From an optimization exercise on the open Yosys and OpenROAD flow, aimed at small area, a short achievable clock period and few clock cycles; shortcuts taken in it are not production practice.
In this exercise RTL edits were held to simulation tests only and were not proved equivalent to the original.
Power figures rest on the tool's default switching activity, not on a simulated workload.

==> flow/design.v, too long to show whole: its modules and the start of the top module <==
// module cmd_rx_check: 273 lines
// module crc32c_step: 1089 lines
// module x2: 3 lines
// module nor2_g: 3 lines
// module nand4_g: 3 lines
// module a221o_g: 4 lines
// module a22o_g: 3 lines
module cmd_rx_check (
    input  wire         clk,
    input  wire         rst,           
    input  wire         in_valid,
    output wire         in_ready,
    input  wire [63:0]  in_data,
    input  wire         in_last,
    input  wire [3:0]   in_nbytes,     
    output reg          out_valid,
    output wire [2:0]   out_kind,
    output wire [7:0]   out_status,
    output wire [127:0] out_hdr
);
  // ...
==> flow/flow/run.sh <==
#!/bin/bash
set -euo pipefail
MARGIN=$(cat flow/margin.txt)
bash standard.sh synth > synth.log 2>&1
bash standard.sh SETUP_SLACK_MARGIN=$MARGIN \
    "BUFFER_PORTS_ARGS=-buffer_cell sky130_fd_sc_hd__buf_2" finish > layout.log 2>&1
==> flow/flow/margin.txt <==
7.5
==> flow/standard.sh <==
#!/bin/bash
# synth_recipe.tcl (not shown) runs the flow's synth.tcl, then flattens the netlist and writes it again
# the make line also repeats each setting of config.mk as NAME=value (left out here)
make -C /OpenROAD-flow-scripts/flow DESIGN_CONFIG=/design/flow/config.mk WORK_HOME=/design/flow/orfs CLKGATE_MAP_FILE= SYNTH_SCRIPT=/design/flow/synth_recipe.tcl "${@:-finish}"
==> flow/config.mk <==
export PLATFORM = sky130hd
export DESIGN_NAME = cmd_rx_check
export DESIGN_NICKNAME = cmd_rx_check
export VERILOG_FILES = /design/flow/design.v
export SDC_FILE = /design/flow/constraint.sdc
export NUM_CORES = 4
export LEC_CHECK = 0
export CAP_MARGIN = 20
export CORE_MARGIN = 2
export CORE_UTILIZATION = 40
export CTS_CLUSTER_DIAMETER = 120
export CTS_CLUSTER_SIZE = 25
export PLACE_DENSITY = 0.6
export SLEW_MARGIN = 20
export SYNTH_HIERARCHICAL = 1
export SYNTH_MINIMUM_KEEP_SIZE = 0
==> flow/constraint.sdc <==
create_clock -name core_clock -period 11.0 [get_ports {clk}]
set_input_delay 2.2000 -clock core_clock [delete_from_list [all_inputs] [get_ports {clk}]]
set_output_delay 2.2000 -clock core_clock [all_outputs]
set_load 0.01 [all_outputs]
==> results.sh, run 1 <==
export IMPL_ctsHoldBuffers=0
export IMPL_use_met3_pct=2.72
export IMPL_dp_cells=2494
export IMPL_yosysSeqAreaShare_pct=43.8
export IMPL_pre_cts_slack_ns=7.25
export IMPL_area_growth_pct=11.4
export IMPL_largestRegisters="hdr x128, r2_d x64, r_d x64"
export IMPL_hold_viol=0
export IMPL_switching_power_mw=2.73
export IMPL_largest_cell_class="multi-input gates"
export IMPL_drc=0
export IMPL_busiest_layer="met2"
export IMPL_maxClockFrequency_ghz=0.289
export IMPL_seq_area_um2=8030
export IMPL_synth_commonest_cells="xor2_1 (550), dfxtp_1 (352), a22o_1 (107)"
export IMPL_status="complete, no violations"
export IMPL_rsz0062_at_grt="no"
export IMPL_min_period_ns=3.47
export IMPL_synth_compound_area_share_pct=9.67
export IMPL_globalRouteMet2Util_pct=41.2
export IMPL_ys_flop_type="dfxtp_1"
export IMPL_slew_limit_headroom_pct=30.8
export IMPL_cts_root_buffer="clkbuf_16"
export IMPL_numClockSinks=384
export IMPL_num_io_pins=213
export IMPL_r2r_end="v_z2[1]"
export IMPL_synth_top_area_share_pct=38.6
export IMPL_nets=2018
export IMPL_final_area_um2=20400
export IMPL_reg2reg_slack_ns=7.64
export IMPL_initial_core_util_pct=40.4
export IMPL_pg_seq_mw=1.71
export IMPL_synth_distinct_cells=67
export IMPL_tns_ns=0
export IMPL_arrival_ns=1.27
export IMPL_clock_skew_ns=0.0197
export IMPL_multi_input_area_share_pct=47.6
export IMPL_place_area_um2=19800
export IMPL_crit_path_start="hdr[19]"
export IMPL_worstHoldEndpoint="r2_d[4]"
Testbench counts, summed over its fixed seeds: cycles 87,214.
==> run 2: changes to the inputs <==
--- a/flow/config.mk
+++ b/flow/config.mk
@@ -7,2 +7,3 @@
 export LEC_CHECK = 0
+export ABC_AREA = 1
 export CAP_MARGIN = 20
==> results.sh, run 2 <==
export IMPL_synth_commonest_cells="nand2_1 (2173), inv_1 (1260), dfxtp_1 (352)"
export IMPL_clk_path_buf_depth=3
export IMPL_largest_reg_flops=128
export IMPL_hold_viol=0
export IMPL_combinationalPowerShare_pct=41.8
export IMPL_p_per_area_nw_per_um2=163
export IMPL_min_period_ns=3.45
export IMPL_clk_latency_ns=0.56
export IMPL_switching_power_mw=1.87
export IMPL_die_h_um=250
export IMPL_synth_top_area_share_pct=33.7
export IMPL_arrival_ns=1.25
export IMPL_r2r_cells=14
export IMPL_worstMarginPinSlew_ns=1.08
export IMPL_rows=90
export IMPL_path_max_fanout=7
export IMPL_largestRegisters="hdr x128, r2_d x64, r_d x64"
export IMPL_yosysTopAreaCell="nand2_1"
export IMPL_p_int_mw=2.45
export IMPL_num_io_pins=213
export IMPL_crit_end="out_hdr[28]"
export IMPL_clk_pin_slew_worst_paths_ns=0.10
export IMPL_yosys_register_bits=384
export IMPL_path_depth=1
export IMPL_maxClockFrequency_ghz=0.290
export IMPL_firstDrtPassIters=5
export IMPL_switching_share_pct=43.3
export IMPL_criticalPathCategory="flip-flop to primary output"
export IMPL_numClockSinks=384
export IMPL_drv_cap=0
export IMPL_synth_edff_count=32
export IMPL_rr_startpoint="q_back[0]"
export IMPL_port_buffer_count=206
export IMPL_slew_viol_final=0
export IMPL_rsz0062_at_grt="yes"
export IMPL_tns_ns=0
export IMPL_grt_overflow=0
export IMPL_r2r_end="hdr[109]"
export IMPL_ys_warn_count=7
export IMPL_status="complete, no violations"
export IMPL_dp_cells=5287
export IMPL_area_growth_pct=9.37
export IMPL_p_leak_nw=17.8
export IMPL_wire_per_inst_um=14.1
export IMPL_grt_pass1_vias=20000
export IMPL_route_vias_total=22900
export IMPL_slowest_delay_ns=0.52
export IMPL_syn_avg_cell_area_um2=5.56
export IMPL_wirelength_mm=74.9
export IMPL_antenna_found_initial=0
export IMPL_cp_slowest_cell="dfxtp_1"
export IMPL_gp_congestion=0.950
export IMPL_drt_iter0_drc=1683
export IMPL_core_area_um2=60100
export IMPL_largest_register="hdr"
export IMPL_synth_area_leaders="nand2_1 (34%), dfxtp_1 (29%), inv_1 (20%), edfxtp_1 (4.0%), nor2_1 (2.2%)"
export IMPL_ys_flop_type="dfxtp_1"
export IMPL_worstPathCellList="buf_2"
export IMPL_hp_class="flip-flop to flip-flop"
export IMPL_grt_pass1_wl_mm=114
export IMPL_drc=0
export IMPL_grt_total_usage_pct=23.7
export IMPL_dieArea_um2=62500
export IMPL_synth_distinct_cells=50
export IMPL_vdd_drop_max_mv=0.0972
export IMPL_min_period_over_period_pct=31.4
export IMPL_synthCells=4353
export IMPL_reg2reg_slack_ns=7.77
export IMPL_p_seq_share_pct=39.4
export IMPL_nets=4629
export IMPL_crit_path_start="hdr[28]"
export IMPL_viasPerCell=4.31
export IMPL_initial_core_util_pct=40.2
export IMPL_worst_setup_path_end_kind="primary output"
export IMPL_final_cell_mix="nand2_1 (2173), inv_1 (1257), dfxtp_1 (346)"
export IMPL_die_x_um=250
export IMPL_critPathBufInv=1
export IMPL_cp_top_family="flip-flops"
export IMPL_fin_cells=5314
export IMPL_syn_area_um2=24200
export IMPL_cts_root_buffer="clkbuf_16"
export IMPL_n_antenna_cell=0
export IMPL_async_flop_share_pct=0
export IMPL_p_clk_share_pct=18.8
export IMPL_synth_most_common_cell="nand2_1"
export IMPL_cts_tree="built"
export IMPL_cts_max_level=1
export IMPL_drive_above_1_share_pct=6.80
export IMPL_ant_nets=0
export IMPL_dp_hpwl_mm=60.6
export IMPL_finalSetupViolations=0
export IMPL_clock_skew_ns=0.0343
export IMPL_cts_made_buffers=20
export IMPL_slew_limit_headroom_pct=28.0
export IMPL_final_common_cell="nand2_1"
export IMPL_cp_required_ns=8.80
export IMPL_grt_max_degree=38
export IMPL_start_kind="flip-flop"
export IMPL_yosysSeqAreaShare_pct=33.1
run 2: stage by stage:
step                      utilization [%]  setup WS [ns]  hold WS [ns]  area (um^2)  power, mW
after CTS                            44.0           7.50         0.377        26400       4.33
after detailed placement             43.0           6.49         0.363        25900       3.52
final                                44.0           7.55         0.375        26500       4.32
after global routing                 44.0           7.45         0.381        26500       4.68
after global placement               43.0           6.60         0.361        25900       3.49
after floorplan                         -           7.80         0.351        24200       3.06
run 2: final cells by class:
cell class	instances	area, um^2
fillers	6526	33700
clock inverters	3	66.3
inverters	1268	4770
flip-flops and latches	384	8020
clock buffers	24	515
well taps	782	978
repair buffers	215	1100
multi-input cells	2638	11000
run 2: Yosys stat by module (local to each module, per instance):
module,cell area [um^2],cells,copies in the design,flip-flops and latches
a221o_g,21.3,4,21,0
a22o_g,11.3,3,107,0
cmd_rx_check,12300,1255,1,384
crc32c_step,240,32,1,0
nand4_g,18.8,5,4,0
nor2_g,3.75,1,16,0
x2,18.8,5,525,0
run 2: repair_timing:
item | in CTS | in global routing
hold buffers | 0 | 0
gates cloned | 0 | 0
endpoints found under the setup margin | 44 | 91
setup buffers | 0 | 0
gates resized for setup | 4 | 7
run 2: routing by layer:
metal  GRT usage [%]  part of all wire [%]  vias to the layer above
met5               0                     0                        -
li1                -                     -                    12400
met1            31.0                    46                     9919
met2            41.5                    46                      444
met4            7.19                   3.2                        0
met3            1.84                   4.6                       92
run 2: power by group through the flow:
stage	sequential, mW	combinational [mW]	clock, mW
2_1_floorplan	1.70	1.35	0
3_3_place_gp	1.73	1.75	0
3_5_place_dp	1.74	1.79	0
4_1_cts	1.70	1.80	0.829
5_1_grt	1.72	2.08	0.879
6_report	1.70	1.81	0.811
run 2: worst min path at each step:
| stage | from | slack, ns | to | depth (start not counted) |
|---|---|---|---|---|
| floorplan | r_d[0] | 0.35 | r2_d[0] | 0 |
| global placement | r_d[8] | 0.36 | r2_d[8] | 0 |
| detailed placement | r_d[8] | 0.36 | r2_d[8] | 0 |
| CTS | r_d[8] | 0.38 | r2_d[8] | 0 |
| global route | r_d[9] | 0.38 | r2_d[9] | 0 |
| finish | r_d[8] | 0.38 | r2_d[8] | 0 |
run 2: kinds of logic (layout without fill, tap and decap cells):
group / Yosys count / in the layout / synth area share, %
fa+ha+maj: 30 / 30 / 1.61
compound gates: 97 / 97 / 2.30
other cells: 2 / 6 / 0.0310
xor+xnor: 35 / 35 / 1.27
simple gates: 2470 / 2470 / 40.2
flops: 384 / 384 / 33.1
buf+inv: 1335 / 1510 / 21.5
==> run 3: changes to the inputs <==
==> flow/flow/margin.txt (replaced) <==
7.6
--- a/flow/config.mk
+++ b/flow/config.mk
@@ -7,3 +7,2 @@
 export LEC_CHECK = 0
-export ABC_AREA = 1
 export CAP_MARGIN = 20
@@ -11,4 +10,4 @@
 export CORE_UTILIZATION = 40
-export CTS_CLUSTER_DIAMETER = 120
-export CTS_CLUSTER_SIZE = 25
+export CTS_CLUSTER_DIAMETER = 110
+export CTS_CLUSTER_SIZE = 22
 export PLACE_DENSITY = 0.6
==> results.sh, run 3 <==
export IMPL_status="complete, no violations"
export IMPL_final_common_cell="xor2_1"
export IMPL_slowest_delay_ns=0.69
export IMPL_min_period_ns=3.40
export IMPL_dp_hpwl_mm=45.9
export IMPL_drv_cap=0
export IMPL_largestRegisters="hdr x128, r2_d x64, r_d x64"
export IMPL_p_leak_nw=8.91
export IMPL_ys_warn_count=7
export IMPL_synth_distinct_cells=67
export IMPL_largest_reg_flops=128
export IMPL_viasPerCell=5.16
export IMPL_tns_ns=0
export IMPL_maxClockFrequency_ghz=0.294
export IMPL_syn_area_um2=18300
export IMPL_p_clk_share_pct=13.7
export IMPL_synth_area_leaders="dfxtp_1 (39%), xor2_1 (26%), edfxtp_1 (5.3%), a22o_1 (5.1%), mux2i_1 (2.4%)"
export IMPL_drc=0
export IMPL_n_fill_cell=4346
export IMPL_grt_overflow=0
export IMPL_yosys_register_bits=384
export IMPL_worst_setup_path_end_kind="flip-flop"
export IMPL_largest_register="hdr"
export IMPL_ys_flop_type="dfxtp_1"
export IMPL_grt_use_met1_pct=32.0
export IMPL_hp_class="flip-flop to flip-flop"
export IMPL_final_cell_mix="xor2_1 (541), dfxtp_1 (325), buf_2 (206)"
export IMPL_cts_made_buffers=21
export IMPL_die_h_um=218
export IMPL_cp_required_ns=11.34
export IMPL_firstDrtPassIters=5
export IMPL_criticalPathCategory="flip-flop to flip-flop"
export IMPL_grt_total_usage_pct=24.3
export IMPL_ant_nets=0
export IMPL_synth_edff_count=32
export IMPL_yosysTopAreaCell="dfxtp_1"
export IMPL_drt_iter0_drc=1012
export IMPL_async_flop_share_pct=0
export IMPL_nets=2023
export IMPL_globalRouteMet2Util_pct=40.8
export IMPL_start_kind="flip-flop"
export IMPL_syn_avg_cell_area_um2=10.5
export IMPL_busiest_layer="met2"
export IMPL_use_met3_pct=2.51
export IMPL_slew_viol_final=0
export IMPL_slew_limit_headroom_pct=32.6
export IMPL_core_area_um2=45300
export IMPL_clk_pin_slew_worst_paths_ns=0.09
export IMPL_synth_top_area_share_pct=38.6
export IMPL_die_x_um=218
export IMPL_cts_root_buffer="clkbuf_16"
export IMPL_rsz0062_at_grt="no"
export IMPL_grt_pass1_wl_mm=85.5
export IMPL_path_max_fanout=4
export IMPL_port_buffer_count=206
export IMPL_antenna_found_initial=2
export IMPL_cp_top_family="XOR/XNOR gates"
export IMPL_p_int_mw=3.12
export IMPL_rows=78
export IMPL_vdd_drop_max_mv=0.153
export IMPL_yosysSeqAreaShare_pct=43.8
export IMPL_numClockSinks=384
export IMPL_synth_most_common_cell="xor2_1"
export IMPL_cp_slowest_cell="xor2_1"
export IMPL_wirelength_mm=58.8
export IMPL_switching_share_pct=46.9
export IMPL_drive_above_1_share_pct=16.3
export IMPL_power_mw=5.86
export IMPL_combinationalPowerShare_pct=57.1
export IMPL_worstMarginPinSlew_ns=1.01
export IMPL_switching_power_mw=2.75
export IMPL_synthCells=1741
export IMPL_p_seq_share_pct=29.2
export IMPL_finalSetupViolations=0
export IMPL_clk_path_buf_depth=3
export IMPL_route_vias_total=13100
export IMPL_grt_max_degree=65
export IMPL_num_io_pins=213
export IMPL_synth_commonest_cells="xor2_1 (550), dfxtp_1 (352), a22o_1 (107)"
export IMPL_cts_max_level=1
export IMPL_p_per_area_nw_per_um2=286
export IMPL_clk_latency_ns=0.55
export IMPL_min_period_over_period_pct=30.9
export IMPL_hold_viol=0
export IMPL_dieArea_um2=47400
export IMPL_grt_pass1_vias=12900
export IMPL_worst_path_most_repeated_cell="xor2_1"
export IMPL_gp_congestion=1.00
export IMPL_wire_per_inst_um=23.2
export IMPL_area_growth_pct=12.3
export IMPL_arrival_ns=3.74
export IMPL_initial_core_util_pct=40.4
export IMPL_cts_tree="built"
export IMPL_critPathBufInv=0
export IMPL_worstPathCellList="xor2_1, xor2_1, xor2_1, xor2_1, xor2_1, xor2_1, nor2_1, nand4_1"
export IMPL_clock_skew_ns=0.0249
[run 3: cells by family (layout without fill, tap and decap cells)]
group	count (synthesis)	after routing	share of synthesized area, %
fa+ha+maj	30	30	2.14
mux	47	47	2.72
compound gates	221	221	9.67
flops	384	384	43.8
simple gates	357	357	10.3
xor+xnor	581	581	27.8
buf+inv	119	301	3.49
other cells	2	8	0.0411
[run 3: modules after synthesis, one instance, submodules excluded, excerpt]
module        times used  cell area (um^2)  flops+latches
a22o_g               107              8.76              0
cmd_rx_check           1             12200            384
crc32c_step            1               240              0
nand4_g                4              6.26              0
nor2_g                16              3.75              0
x2                   525              8.76              0
[run 3: timing repair]
action                                  4_1_cts  5_1_grt
endpoints found under the setup margin       34       30
hold buffers                                  0        0
pin swaps                                     0        1
buffers inserted                              0        4
gates resized for setup                      25       18
[run 3: power groups by stage]
stage                     clock network, mW  logic [mW]  registers (mW)
after CTS                             0.832        3.30            1.71
after detailed placement                  0        3.29            1.74
after global routing                  0.888        3.60            1.73
final                                 0.805        3.35            1.71
after floorplan                           0        3.15            1.69
after global placement                    0        3.30            1.74
[run 3: area by class of cell]
type | count | area (um^2) | area share, %
antenna | 2 | 5.00 | 0.0244
clock buffer | 26 | 544 | 2.65
clock inverter | 3 | 25.0 | 0.122
inverter | 36 | 135 | 0.659
multi-input combinational | 1242 | 9740 | 47.5
sequential | 384 | 8060 | 39.3
tap | 600 | 751 | 3.66
timing repair buffer | 236 | 1260 | 6.12
[run 3: final timing paths]
check	from	endpoint	slack [ns]	cells past startpoint
worst max-delay path	crc[29]	v_z2[1]	7.60	8
worst min-delay path	r_d[4]	r2_d[4]	0.37	0
worst max register to register	crc[29]	v_z2[1]	7.60	8
worst min register to register	r_d[4]	r2_d[4]	0.37	0
[run 3: routing by layer]
metal,share of wire [%],up-vias
met5,0,-
met3,4.9,112
met4,4.1,0
met2,47,413
li1,-,6190
met1,44,6345
[run 3: through the flow]
stage	setup slack, ns	std cells	cell area [um^2]	hold slack (ns)	util, %
floorplan	7.80	1745	18300	0.349	-
CTS	7.57	2523	20400	0.367	45.0
global placement	7.30	2494	19800	0.356	43.7
detailed placement	7.25	2494	19800	0.356	43.7
global route	7.60	2529	20500	0.375	45.3
finish	7.60	2529	20500	0.367	45.3
==> run 4: changes to the inputs <==
==> flow/flow/run.sh (replaced) <==
#!/bin/bash
set -euo pipefail
MARGIN=$(cat flow/margin.txt)
bash standard.sh synth > synth.log 2>&1
bash standard.sh SETUP_SLACK_MARGIN=$MARGIN \
    "BUFFER_PORTS_ARGS=-buffer_cell sky130_fd_sc_hd__buf_1" finish > layout.log 2>&1
==> flow/flow/margin.txt (replaced) <==
7.5
--- a/flow/config.mk
+++ b/flow/config.mk
@@ -10,4 +10,4 @@
 export CORE_UTILIZATION = 40
-export CTS_CLUSTER_DIAMETER = 110
-export CTS_CLUSTER_SIZE = 22
+export CTS_CLUSTER_DIAMETER = 120
+export CTS_CLUSTER_SIZE = 25
 export PLACE_DENSITY = 0.6
==> results.sh, run 4 <==
export IMPL_area_growth_pct=9.82
export IMPL_grt_max_degree=65
export IMPL_ant_nets=0
export IMPL_clk_pin_slew_worst_paths_ns=0.10
export IMPL_start_kind="flip-flop"
export IMPL_largest_reg_flops=128
export IMPL_p_per_area_nw_per_um2=286
export IMPL_cts_made_buffers=19
export IMPL_numClockSinks=384
export IMPL_drc=0
export IMPL_synth_top_area_share_pct=38.6
export IMPL_async_flop_share_pct=0
export IMPL_synth_distinct_cells=67
export IMPL_post_cts_buffers=0
export IMPL_gp_congestion=1.00
export IMPL_tns_ns=0
export IMPL_synthCells=1741
export IMPL_ys_flop_type="dfxtp_1"
export IMPL_ctsHoldBuffers=0
export IMPL_p_leak_nw=8.12
export IMPL_drt_iter0_drc=920
export IMPL_yosysTopAreaCell="dfxtp_1"
export IMPL_cts_max_level=1
export IMPL_combinationalPowerShare_pct=56.8
export IMPL_largest_register="hdr"
export IMPL_switching_share_pct=46.9
export IMPL_die_x_um=218
export IMPL_yosys_register_bits=384
export IMPL_viasPerCell=5.15
export IMPL_grt_overflow=0
export IMPL_min_period_ns=3.43
export IMPL_core_area_um2=45300
export IMPL_firstDrtPassIters=5
export IMPL_arrival_ns=1.23
export IMPL_switching_power_mw=2.69
export IMPL_ys_warn_count=7
export IMPL_reg2reg_slack_ns=7.61
export IMPL_hold_viol=0
export IMPL_whs_path_depth=0
export IMPL_yosysSeqAreaShare_pct=43.8
export IMPL_wirelength_mm=57.4
export IMPL_synth_mux_area_share_pct=2.72
export IMPL_hp_class="flip-flop to flip-flop"
export IMPL_rsz0062_at_grt="yes"
export IMPL_criticalPathCategory="flip-flop to primary output"
export IMPL_largestRegisters="hdr x128, r2_d x64, r_d x64"
export IMPL_n_fill_cell=4449
export IMPL_dieArea_um2=47400
export IMPL_finalSetupViolations=0
export IMPL_crit_path_start="hdr[26]"
export IMPL_rr_startpoint="r_d[46]"
export IMPL_n_antenna_cell=0
export IMPL_p_seq_share_pct=29.9
export IMPL_grt_pass1_vias=12800
export IMPL_clk_latency_ns=0.55
export IMPL_fin_cells=2517
export IMPL_cts_tree="built"
export IMPL_clk_path_buf_depth=3
export IMPL_synth_area_leaders="dfxtp_1 (39%), xor2_1 (26%), edfxtp_1 (5.3%), a22o_1 (5.1%), mux2i_1 (2.4%)"
export IMPL_synth_simple_area_share_pct=10.3
export IMPL_crit_end="out_hdr[26]"
export IMPL_status="complete, no violations"
export IMPL_synth_edff_count=32
export IMPL_final_common_cell="xor2_1"
export IMPL_p_clk_share_pct=13.3
export IMPL_syn_area_um2=18300
export IMPL_fin_ws_ns=7.57
export IMPL_dp_hpwl_mm=44.7
export IMPL_synth_xor_area_share_pct=27.8
export IMPL_cp_top_family="flip-flops"
export IMPL_min_period_over_period_pct=31.2
export IMPL_p_int_mw=3.05
export IMPL_clock_skew_ns=0.0345
export IMPL_critPathBufInv=1
export IMPL_grt_total_usage_pct=23.8
export IMPL_synth_compound_area_share_pct=9.67
export IMPL_r2r_cells=8
export IMPL_nets=2015
export IMPL_antenna_found_initial=0
export IMPL_die_h_um=218
export IMPL_r2r_end="crc[24]"
export IMPL_slew_limit_headroom_pct=25.5
export IMPL_rows=78
export IMPL_port_buffer_count=206
export IMPL_initial_core_util_pct=40.4
export IMPL_drv_cap=0
export IMPL_worstPathCellList="buf_1"
export IMPL_cp_slowest_cell="dfxtp_2"
export IMPL_synth_top_family_by_area="XOR/XNOR gates"
export IMPL_syn_avg_cell_area_um2=10.5
export IMPL_pre_cts_slack_ns=7.28
export IMPL_path_max_fanout=9
export IMPL_vdd_drop_max_mv=0.204
export IMPL_worstMarginPinSlew_ns=1.11
export IMPL_synth_most_common_cell="xor2_1"
export IMPL_wire_per_inst_um=22.8
export IMPL_route_vias_total=13000
export IMPL_drive_above_1_share_pct=4.49
export IMPL_synthAdderAreaFrac_pct=2.14
export IMPL_power_mw=5.75
export IMPL_slowest_delay_ns=0.49
export IMPL_slew_viol_final=0
export IMPL_cts_root_buffer="clkbuf_16"
export IMPL_path_depth=1
export IMPL_grt_pass1_wl_mm=83.7
export IMPL_worst_setup_path_end_kind="primary output"
export IMPL_dp_cells=2492
export IMPL_maxClockFrequency_ghz=0.291
export IMPL_num_io_pins=213
export IMPL_cp_required_ns=8.80
export IMPL_final_cell_mix="xor2_1 (548), dfxtp_1 (332), buf_1 (206)"
export IMPL_synth_commonest_cells="xor2_1 (550), dfxtp_1 (352), a22o_1 (107)"
==> run 4: cell count changes in the layout (fill, tap and decap cells not counted), sizes merged <==
| cell | previous run | this run |
|---|---|---|
| buf | 236 | 230 |
| diode | 2 | 0 |
| clkinvlp | 1 | 0 |
| inv | 36 | 37 |
| clkbuf | 26 | 22 |
==> run 4: repair_timing <==
action | in CTS | in global routing
setup endpoints to repair | 11 | 35
pin swaps | 0 | 0
resized for setup | 11 | 10
hold endpoints to repair | 0 | 0
==> run 4: final cells by class <==
type	instances	area, um^2	share of cell area, %
clock inverter	3	28.8	0.143
inverter	36	135	0.673
timing repair buffer	230	953	4.75
sequential	384	8040	40.0
tap	600	751	3.74
multi-input combinational	1242	9680	48.2
clock buffer	22	487	2.43
==> run 4: worst register-to-register path: stages, from the launching register on <==
cell     delay [ns]
dfxtp_1        0.54
xor2_1         0.57
xor2_1         0.83
xor2_1         0.45
xor2_1         0.25
xor2_1         0.19
xor2_1         0.29
mux2i_1        0.12
nand2_1        0.09
==> run 4: kinds of logic after synthesis <==
family / after synthesis
compound gates: 221
xor+xnor: 581
fa+ha+maj: 30
buf+inv: 119
flops: 384
mux: 47
other cells: 2
simple gates: 357
==> run 4: metrics by stage <==
step           hold slack [ns]  util [%]  instance area, um^2
2_1_floorplan            0.349         -                18300
3_3_place_gp             0.356      43.1                19500
3_5_place_dp             0.359      43.1                19500
4_1_cts                  0.366      44.3                20000
5_1_grt                  0.380      44.3                20100
6_report                 0.366      44.3                20100
==> run 4: per-module statistics from Yosys (local to each module, per instance) <==
| module | cells | times used |
|---|---|---|
| a221o_g | 1 | 21 |
| nand4_g | 1 | 4 |
| a22o_g | 1 | 107 |
| x2 | 1 | 525 |
| cmd_rx_check | 1036 | 1 |
| crc32c_step | 32 | 1 |
| nor2_g | 1 | 16 |
==> run 4: worst min path at each step <==
stage / endpoint / slack (ns) / startpoint
4_1_cts: r2_d[20] / 0.37 / r_d[20]
6_report: r2_d[20] / 0.37 / r_d[20]
3_5_place_dp: r2_d[0] / 0.36 / r_d[0]
5_1_grt: r2_d[7] / 0.38 / r_d[7]
2_1_floorplan: r2_d[0] / 0.35 / r_d[0]
3_3_place_gp: r2_d[7] / 0.36 / r_d[7]
==> run 4: metal layers <==
| layer | GRT usage (%) | part of all wire (%) | vias to the layer above |
|---|---|---|---|
| met4 | 8.57 | 3.8 | 0 |
| met5 | 0 | 0 | - |
| li1 | - | - | 6157 |
| met3 | 2.57 | 4.6 | 87 |
| met1 | 31.1 | 43 | 6350 |
| met2 | 40.7 | 48 | 371 |
==> run 4: power groups by stage <==
| stage | Combinational (mW) | Sequential, mW | Clock [mW] |
|---|---|---|---|
| after floorplan | 3.15 | 1.69 | 0 |
| after global placement | 3.22 | 1.74 | 0 |
| after detailed placement | 3.22 | 1.74 | 0 |
| after CTS | 3.24 | 1.71 | 0.793 |
| after global routing | 3.54 | 1.73 | 0.840 |
| final | 3.27 | 1.72 | 0.763 |
==> run 5: changes to the inputs <==
==> flow/flow/run.sh (replaced) <==
#!/bin/bash
set -euo pipefail
MARGIN=$(cat flow/margin.txt)
bash standard.sh synth > synth.log 2>&1
bash standard.sh SETUP_SLACK_MARGIN=$MARGIN \
    "PRE_GLOBAL_PLACE_TCL=$PWD/flow/ports_out.tcl" \
    "BUFFER_PORTS_ARGS=-inputs -buffer_cell sky130_fd_sc_hd__buf_1" finish > layout.log 2>&1
==> flow/flow/ports_out.tcl (new file) <==
buffer_ports -outputs -buffer_cell sky130_fd_sc_hd__buf_2
==> results.sh, run 5 <==
export IMPL_synth_edff_count=32
export IMPL_grt_pass1_wl_mm=82.5
export IMPL_clk_pin_slew_worst_paths_ns=0.10
export IMPL_path_depth=0
export IMPL_synth_commonest_cells="xor2_1 (550), dfxtp_1 (352), a22o_1 (107)"
export IMPL_hold_viol=0
export IMPL_worstMarginPinSlew_ns=1.08
export IMPL_slew_limit_headroom_pct=28.3
export IMPL_synth_area_leaders="dfxtp_1 (39%), xor2_1 (26%), edfxtp_1 (5.3%), a22o_1 (5.1%), mux2i_1 (2.4%)"
export IMPL_dp_hpwl_mm=44.3
export IMPL_synthCells=1741
export IMPL_start_kind="flip-flop"
export IMPL_initial_core_util_pct=40.4
export IMPL_gp_congestion=0.998
export IMPL_nets=1881
export IMPL_min_period_over_period_pct=31.1
export IMPL_ctsHoldBuffers=0
export IMPL_synth_most_common_cell="xor2_1"
export IMPL_drc=0
export IMPL_largest_register="hdr"
export IMPL_yosysTopAreaCell="dfxtp_1"
export IMPL_firstDrtPassIters=6
export IMPL_cts_max_level=1
export IMPL_grt_pass1_vias=12200
export IMPL_drive_above_1_share_pct=4.09
export IMPL_yosys_register_bits=384
export IMPL_yosysSeqAreaShare_pct=43.8
export IMPL_clk_latency_ns=0.56
export IMPL_ant_nets=0
export IMPL_r2r_end="crc[27]"
export IMPL_ys_warn_count=7
export IMPL_tns_ns=0
export IMPL_final_cell_mix="xor2_1 (548), dfxtp_1 (347), a22o_1 (107)"
export IMPL_die_x_um=218
export IMPL_r2r_cells=8
export IMPL_status="complete, no violations"
export IMPL_criticalPathCategory="flip-flop to primary output"
export IMPL_synth_top_area_share_pct=38.6
export IMPL_wirelength_mm=57.4
export IMPL_die_h_um=218
export IMPL_min_period_ns=3.42
export IMPL_maxClockFrequency_ghz=0.292
export IMPL_route_vias_total=12400
export IMPL_crit_end="out_hdr[23]"
export IMPL_num_io_pins=213
export IMPL_drt_iter0_drc=968
export IMPL_ys_flop_type="dfxtp_1"
export IMPL_async_flop_share_pct=0
export IMPL_viasPerCell=5.18
export IMPL_largestRegisters="hdr x128, r2_d x64, r_d x64"
export IMPL_hp_class="flip-flop to flip-flop"
export IMPL_grt_max_degree=65
export IMPL_grt_overflow=0
export IMPL_drv_cap=0
export IMPL_power_mw=5.71
export IMPL_clk_path_buf_depth=3
export IMPL_path_max_fanout=9
export IMPL_area_growth_pct=7.05
export IMPL_numClockSinks=384
export IMPL_finalSetupViolations=0
export IMPL_wire_per_inst_um=24.0
export IMPL_rr_startpoint="r_d[38]"
export IMPL_rsz0062_at_grt="no"
export IMPL_core_area_um2=45300
export IMPL_port_buffer_count=206
export IMPL_syn_avg_cell_area_um2=10.5
export IMPL_n_fill_cell=4448
export IMPL_p_per_area_nw_per_um2=292
export IMPL_largest_reg_flops=128
export IMPL_cts_tree="built"
export IMPL_grt_total_usage_pct=23.7
export IMPL_cts_made_buffers=19
export IMPL_cts_root_buffer="clkbuf_16"
export IMPL_vdd_drop_max_mv=0.167
export IMPL_clock_skew_ns=0.0480
export IMPL_syn_area_um2=18300
export IMPL_reg2reg_slack_ns=7.59
export IMPL_fin_util_pct=43.2
export IMPL_crit_path_start="hdr[23]"
export IMPL_cp_required_ns=8.80
export IMPL_slew_viol_final=0
export IMPL_antenna_found_initial=4
export IMPL_dieArea_um2=47400
export IMPL_worst_setup_path_end_kind="primary output"
export IMPL_p_leak_nw=7.97
export IMPL_final_common_cell="xor2_1"
export IMPL_arrival_ns=1.22
export IMPL_rows=78
export IMPL_synth_distinct_cells=67
-- run 5: cell counts after synthesis --
Identical to the previous run, type by type.
-- run 5: per-layer routing --
metal / GRT usage [%] / vias to the layer above / share of wire [%]
met3: 4.57 / 93 / 6.2
met4: 9.68 / 0 / 4.1
met1: 30.6 / 6018 / 43
met2: 39.1 / 362 / 47
met5: 0 / - / 0
li1: - / 5898 / -
-- run 5: what timing repair did --
item / 4_1_cts / 5_1_grt
setup endpoints to repair: 1 / 67
resized for setup: 1 / 4
buffers inserted: 0 / 0
-- run 5: Yosys stat by module (local to each module, per instance) --
module / flops+latches / times used / cells / area (um^2)
nand4_g: 0 / 4 / 1 / 6.26
x2: 0 / 525 / 1 / 8.76
nor2_g: 0 / 16 / 1 / 3.75
crc32c_step: 0 / 1 / 32 / 240
a221o_g: 0 / 21 / 1 / 10.0
a22o_g: 0 / 107 / 1 / 8.76
cmd_rx_check: 384 / 1 / 1036 / 12200
-- run 5: worst min path at each step --
| stage | startpoint | end | slack [ns] | cells after the start |
|---|---|---|---|---|
| after global routing | r_d[26] | r2_d[26] | 0.37 | 0 |
| after global placement | r_d[13] | r2_d[13] | 0.35 | 0 |
| after floorplan | r_d[0] | r2_d[0] | 0.35 | 0 |
| after CTS | r_d[24] | r2_d[24] | 0.34 | 0 |
| after detailed placement | r_d[17] | r2_d[17] | 0.36 | 0 |
| final | r_d[26] | r2_d[26] | 0.34 | 0 |
-- run 5: stage by stage --
| step | hold slack, ns | setup slack (ns) | instance area [um^2] | std cells |
|---|---|---|---|---|
| finish | 0.343 | 7.58 | 19600 | 2386 |
| global route | 0.366 | 7.50 | 19600 | 2386 |
| CTS | 0.338 | 7.51 | 19500 | 2384 |
| detailed placement | 0.357 | 7.24 | 19000 | 2358 |
| global placement | 0.354 | 7.29 | 19000 | 2358 |
| floorplan | 0.349 | 7.80 | 18300 | 1745 |
-- run 5: power by group --
group          switching [mW]  internal (mW)  total [mW]
clock network           0.448          0.323       0.771
logic                    2.02           1.17        3.19
registers               0.210           1.54        1.75
total                    2.68           3.03        5.71
-- run 5: final cells by class --
| type | instances | area [um^2] | area share, % |
|---|---|---|---|
| Sequential cell | 384 | 8010 | 41.0 |
| Clock inverter | 3 | 32.5 | 0.166 |
| Multi-Input combinational cell | 1242 | 9680 | 49.5 |
| Clock buffer | 23 | 490 | 2.51 |
| Timing Repair Buffer | 96 | 454 | 2.32 |
| Inverter | 36 | 135 | 0.691 |
| Antenna cell | 2 | 5.00 | 0.0256 |
| Tap cell | 600 | 751 | 3.84 |
-- run 5: cells by family (layout without fill, tap and decap cells) --
kind of cell	count (synthesis)	in the layout	synth area share [%]
other	2	8	0.0411
AND/OR/NAND/NOR	357	357	10.3
flip-flops	384	384	43.8
multiplexers	47	47	2.72
adder cells (fa/ha/maj)	30	30	2.14
AO/OA/AOI/OAI	221	221	9.67
buffers and inverters	119	158	3.49
XOR/XNOR	581	581	27.8

[afterwards: timing with drivers on the ports]
How much do the figures lean on ideal ports? The routed layouts below were timed once more, with nothing changed but the port constraints. Step 1 sets driving cells, clkbuf_16 on the clock port and buf_2 on the other inputs (assumed; they add their load-dependent delay and slew). Step 2 also shifts input and output timing later by t, the mid clock arrival at the registers, as if the neighbouring blocks saw the same clock. a / b / c = no drivers / after step 1 / after step 2; a / b = the first two.
| run | t, ns | setup slack, ns | worst setup path after step 2 | pins driven straight from the clock port |
|---|---|---|---|---|
| run 1 | 0.597 | 7.535 / 7.480 / 7.316 | input to register | 1 |
| run 2 | 0.597 | 7.548 / 7.491 / 7.212 | input to register | 1 |
| run 3 | 0.588 | 7.604 / 7.589 / 7.339 | input to register | 1 |
| run 4 | 0.590 | 7.569 / 7.512 / 7.232 | input to register | 1 |
| run 5 | 0.591 | 7.576 / 7.523 / 7.309 | input to register | 1 |
After both steps setup and hold are still met in every run listed. The setup slack of run 4, which loses most, moves by -0.057 ns with the drivers and by -0.337 ns with both steps.
